What follows belongs to an exercise in optimizing a design on an open flow for small area; a production flow would make more cautious choices.
In this exercise RTL edits were held to simulation tests only and were not proved equivalent to the original.

==> inputs of build 89 <==
Design fa_mac_slot, start of the top module:
module fa_mac_slot (
    input  wire         clk,
    input  wire         gsr,
    input  wire         gwe,
    input  wire [63:0]  x,
    input  wire [63:0]  y,
    input  wire [3:0]   ce,
    input  wire [3:0]   rst,
    input  wire [3:0]   aclr,
    input  wire [3:0]   sub,
    input  wire [7:0]   op_mode,
    input  wire [3:0]   sign_x,
    input  wire [3:0]   sign_y,
    input  wire [3:0]   frac,
    input  wire [3:0]   in_delay,
    input  wire [7:0]   rnd,
    input  wire [3:0]   sat,
    input  wire [7:0]   out_fmt,
    input  wire [39:0]  cin,
    output wire [39:0]  cout,
    output wire [159:0] out
);
    wire [39:0] chain [0:4];
    assign chain[0] = cin;
    genvar u;
    generate
        for (u = 0; u < 4; u = u + 1) begin : g_unit
            fa_mac_unit unit (
                .clk      (clk),
                .gsr      (gsr),
                .gwe      (gwe),
                .x        (x[16*u +: 16]),
  ...
clock: 12.0 ns
lec_check: 0
cap_margin: 20
core_margin: 2
core_utilization: 70
cts_buf_list: sky130_fd_sc_hd__clkbuf_4 sky130_fd_sc_hd__clkbuf_8
cts_cluster_diameter: 50
cts_cluster_size: 12
slew_margin: 20
synth_hierarchical: 1
synth_minimum_keep_size: 0
standard.sh (not shown) runs the stock make flow with config.mk's settings and CLKGATE_MAP_FILE= SYNTH_SCRIPT=/design/flow/synth_recipe.tcl, a recipe that flattens the netlist after the stock synthesis.
==> flow/flow/run.sh <==
#!/bin/bash
# The standard layout (the standard.sh: standard synthesis, floorplan,
# placement, CTS, routing), except that the buffers placed on the input and
# output ports are the smallest buffer cell instead of the default delay cell.
set -euo pipefail
export BUFFER_PORTS_ARGS="-buffer_cell sky130_fd_sc_hd__buf_1"
bash standard.sh > standard.log 2>&1
==> build 52: changes against build 89 <==
--- a/flow/design.v
+++ b/flow/design.v
@@ -16,20 +16,20 @@
     input  wire [1:0]  rnd,
     input  wire        sat,
     input  wire [1:0]  out_fmt,
     input  wire [39:0] cin,
     output wire [39:0] cout,
     output reg  [39:0] out
 );
     reg  [1:0] mode_r;
-    reg        sign_x_r, sign_y_r, frac_r;
+    reg        sign_x_r, sign_y_r, frac_r, sat_r;
     always @(posedge clk) begin
         mode_r <= op_mode; sign_x_r <= sign_x; sign_y_r <= sign_y;
-        frac_r <= frac;
+        frac_r <= frac;    sat_r <= sat;
     end
     wire clear   = gsr | (gwe & rst);
     wire advance = gwe & ce & ~rst & ~gsr;
     wire load    = advance | clear;
     reg [15:0] x0, y0;
     reg        aclr0, sub0, k0;
     always @(posedge clk) begin
         if (advance) begin
@@ -37,24 +37,24 @@
         end
     end
     always @(posedge clk) begin
         if (clear)        k0 <= 1'b1;
         else if (advance) k0 <= 1'b0;
     end
     reg [15:0] x1, y1;
     reg        aclr1, sub1, k1;
-    wire s1_d = advance & in_delay;
-    wire s1_x = advance & ~in_delay;
-    wire s1_h = ~advance;
     always @(posedge clk) begin
-        x1    <= (x0 & {16{s1_d}})  | (x & {16{s1_x}})  | (x1 & {16{s1_h}});
-        y1    <= (y0 & {16{s1_d}})  | (y & {16{s1_x}})  | (y1 & {16{s1_h}});
-        aclr1 <= (aclr0 & s1_d)     | (aclr & s1_x)     | (aclr1 & s1_h);
-        sub1  <= (sub0 & s1_d)      | (sub & s1_x)      | (sub1 & s1_h);
+        if (advance) begin
+            if (in_delay) begin
+                x1 <= x0; y1 <= y0; aclr1 <= aclr0; sub1 <= sub0;
+            end else begin
+                x1 <= x;  y1 <= y;  aclr1 <= aclr;  sub1 <= sub;
+            end
+        end
     end
     always @(posedge clk) begin
         if (clear)        k1 <= 1'b1;
         else if (advance) k1 <= in_delay & k0;
     end
     wire [34:0] v;
   wire m_yp0;
   wire m_yp1;
@@ -1108,33 +1108,30 @@
   assign v[30] = m_418;
   assign v[31] = m_420;
   assign v[32] = m_422;
   assign v[33] = m_424;
   assign v[34] = m_426;
     wire p_2_31 = (x1 == 16'h8000) & (y1 == 16'h8000) & ~(sign_x_r ^ sign_y_r);
     wire over_p = ~v[34] & (v[33] | v[32] | v[31]);
     wire over_n = (v[34] & ~(v[33] & v[32] & v[31])) | p_2_31;
-    wire over   = frac_r & sat & (sub1 ? over_n : over_p);
+    wire over   = frac_r & sat_r & (sub1 ? over_n : over_p);
     wire kill   = k1 | clear;
     wire p_zero = over | kill;                
     wire p_one_hi = over & ~kill & sub1;      
     wire p_one_lo = over & ~kill & ~sub1;     
     wire p_one_0  = over & ~kill;             
-    wire p_v   = load & ~p_zero;
-    wire p_h   = ~load;
-    wire p_1hi = load & p_one_hi;
-    wire p_1lo = load & p_one_lo;
-    wire p_10  = load & p_one_0;
+    wire [34:0] p_next;
+    assign p_next[34:31] = (v[34:31] & {4{~p_zero}}) | {4{p_one_hi}};
+    assign p_next[30:1]  = (v[30:1] & {30{~p_zero}}) | {30{p_one_lo}};
+    assign p_next[0]     = (v[0] & ~p_zero) | p_one_0;
     reg [34:0] p2;
     reg        aclr2;
     always @(posedge clk) begin
-        p2[34:31] <= (v[34:31] & {4{p_v}})  | (p2[34:31] & {4{p_h}})  | {4{p_1hi}};
-        p2[30:1]  <= (v[30:1] & {30{p_v}})  | (p2[30:1] & {30{p_h}})  | {30{p_1lo}};
-        p2[0]     <= (v[0] & p_v)           | (p2[0] & p_h)           | p_10;
+        if (load) p2 <= p_next;
     end
     always @(posedge clk) begin
         if (clear)        aclr2 <= 1'b0;
         else if (advance) aclr2 <= aclr1 & ~k1;
     end
     reg  [39:0] z3;
     wire sel_z = (mode_r == 2'b01) & ~aclr2;
     wire sel_c = (mode_r == 2'b10);
@@ -1405,27 +1402,25 @@
   assign sum[33] = a_79;
   assign sum[34] = a_81;
   assign sum[35] = a_83;
   assign sum[36] = a_85;
   assign sum[37] = a_87;
   assign sum[38] = a_89;
   assign sum[39] = a_91;
   assign sum40 = base[39] ^ p2[34] ^ a_94;
-    wire ovf    = sat & (sum40 ^ sum[39]);
+    wire ovf    = sat_r & (sum40 ^ sum[39]);
     wire z_zero = ovf | clear;
     wire z_one_hi = ovf & ~clear & sum40;
     wire z_one_lo = ovf & ~clear & ~sum40;
-    wire z_s   = load & ~z_zero;
-    wire z_h   = ~load;
-    wire z_1hi = load & z_one_hi;
-    wire z_1lo = load & z_one_lo;
+    wire [39:0] z_next;
+    assign z_next[39]   = (sum[39] & ~z_zero) | z_one_hi;
+    assign z_next[38:0] = (sum[38:0] & {39{~z_zero}}) | {39{z_one_lo}};
     always @(posedge clk) begin
-        z3[39]   <= (sum[39] & z_s)            | (z3[39] & z_h)            | z_1hi;
-        z3[38:0] <= (sum[38:0] & {39{z_s}})    | (z3[38:0] & {39{z_h}})    | {39{z_1lo}};
+        if (load) z3 <= z_next;
     end
     assign cout = z3;
     wire in_range = (z3[39:31] == 9'h000) | (z3[39:31] == 9'h1FF);
     wire clamp    = sat & ~in_range;
     wire [31:0] out32 = clamp ? {z3[39], {31{~z3[39]}}} : z3[31:0];
     wire inc_hu = (rnd == 2'b01) & z3[15];
     wire inc_cv = (rnd == 2'b10) & z3[15] & ((z3[14:0] != 15'd0) | z3[16]);
     wire inc    = (inc_hu | inc_cv) & ~(sat & (z3[31:16] == 16'h7FFF));
- CORE_UTILIZATION: 70 -> 60
- CTS_CLUSTER_DIAMETER: 50 -> unset
- CTS_CLUSTER_SIZE: 12 -> unset
==> trial 97: changes against build 89 <==
--- a/flow/design.v
+++ b/flow/design.v
@@ -15,21 +15,19 @@
     input  wire        in_delay,
     input  wire [1:0]  rnd,
     input  wire        sat,
     input  wire [1:0]  out_fmt,
     input  wire [39:0] cin,
     output wire [39:0] cout,
     output reg  [39:0] out
 );
-    reg  [1:0] mode_r;
     reg        sign_x_r, sign_y_r, frac_r;
     always @(posedge clk) begin
-        mode_r <= op_mode; sign_x_r <= sign_x; sign_y_r <= sign_y;
-        frac_r <= frac;
+        sign_x_r <= sign_x; sign_y_r <= sign_y; frac_r <= frac;
     end
     wire clear   = gsr | (gwe & rst);
     wire advance = gwe & ce & ~rst & ~gsr;
     wire load    = advance | clear;
     reg [15:0] x0, y0;
     reg        aclr0, sub0, k0;
     always @(posedge clk) begin
         if (advance) begin
@@ -1131,18 +1129,18 @@
         p2[30:1]  <= (v[30:1] & {30{p_v}})  | (p2[30:1] & {30{p_h}})  | {30{p_1lo}};
         p2[0]     <= (v[0] & p_v)           | (p2[0] & p_h)           | p_10;
     end
     always @(posedge clk) begin
         if (clear)        aclr2 <= 1'b0;
         else if (advance) aclr2 <= aclr1 & ~k1;
     end
     reg  [39:0] z3;
-    wire sel_z = (mode_r == 2'b01) & ~aclr2;
-    wire sel_c = (mode_r == 2'b10);
+    wire sel_z = (op_mode == 2'b01) & ~aclr2;
+    wire sel_c = (op_mode == 2'b10);
     wire [39:0] base = (z3 & {40{sel_z}}) | (cin & {40{sel_c}});
     wire [39:0] sum;
     wire        sum40;
   wire a_s1;
   wire a_c1;
   wire a_s2;
   wire a_c2;
   wire a_s3;
- CORE_UTILIZATION: 70 -> 80
- CTS_CLUSTER_DIAMETER: 50 -> 60
- CTS_CLUSTER_SIZE: 12 -> 15
==> comparison <==
Trial 97 ran to the end with no violations. Build 89 finished with timing, DRC and antenna clean. Build 52 produced a clean layout.
First-iteration DRC count: build 89 is larger than build 52 (53%).
Global-route usage, highest first: trial 97, build 89, build 52.
Clock skew: build 52 is higher than trial 97 (9.2 ps).
Synthesized area: build 52 > build 89 > trial 97.
Against trial 97, the sequential cell count of build 52 is higher by 12.
Cell area: trial 97 is lower than build 89 (1.3%).

-- re-timing with driven ports --
Ports are ideal in the flow. The routed layouts listed here were re-timed in OpenROAD.
Step 1, drivers: a clkbuf_16 drives clk and a buf_2 each remaining input, both assumed.
Step 2 also shifts input and output timing later by t, the mid clock arrival at the registers, as if the neighbouring blocks saw the same clock.
Three values: no drivers, after step 1, after step 2; two values: the first two.
run	t (ns)	setup WS [ns]	worst setup path at the end	latest minus earliest clock arrival (ns)	worst register clock-pin slew, ns
build 89	0.832	1.448 / 1.448 / 1.448	register to register	0.063 / 0.063	0.09 / 0.09
build 52	0.877	1.730 / 1.730 / 1.277	input to register	0.070 / 0.069	0.08 / 0.08
trial 97	0.796	1.149 / 1.149 / 0.996	input to register	0.045 / 0.045	0.10 / 0.10
After both steps setup and hold are still met in every run listed. The setup slack of build 52, which loses most, moves by 0.000 ns with the drivers and by -0.453 ns with both steps.
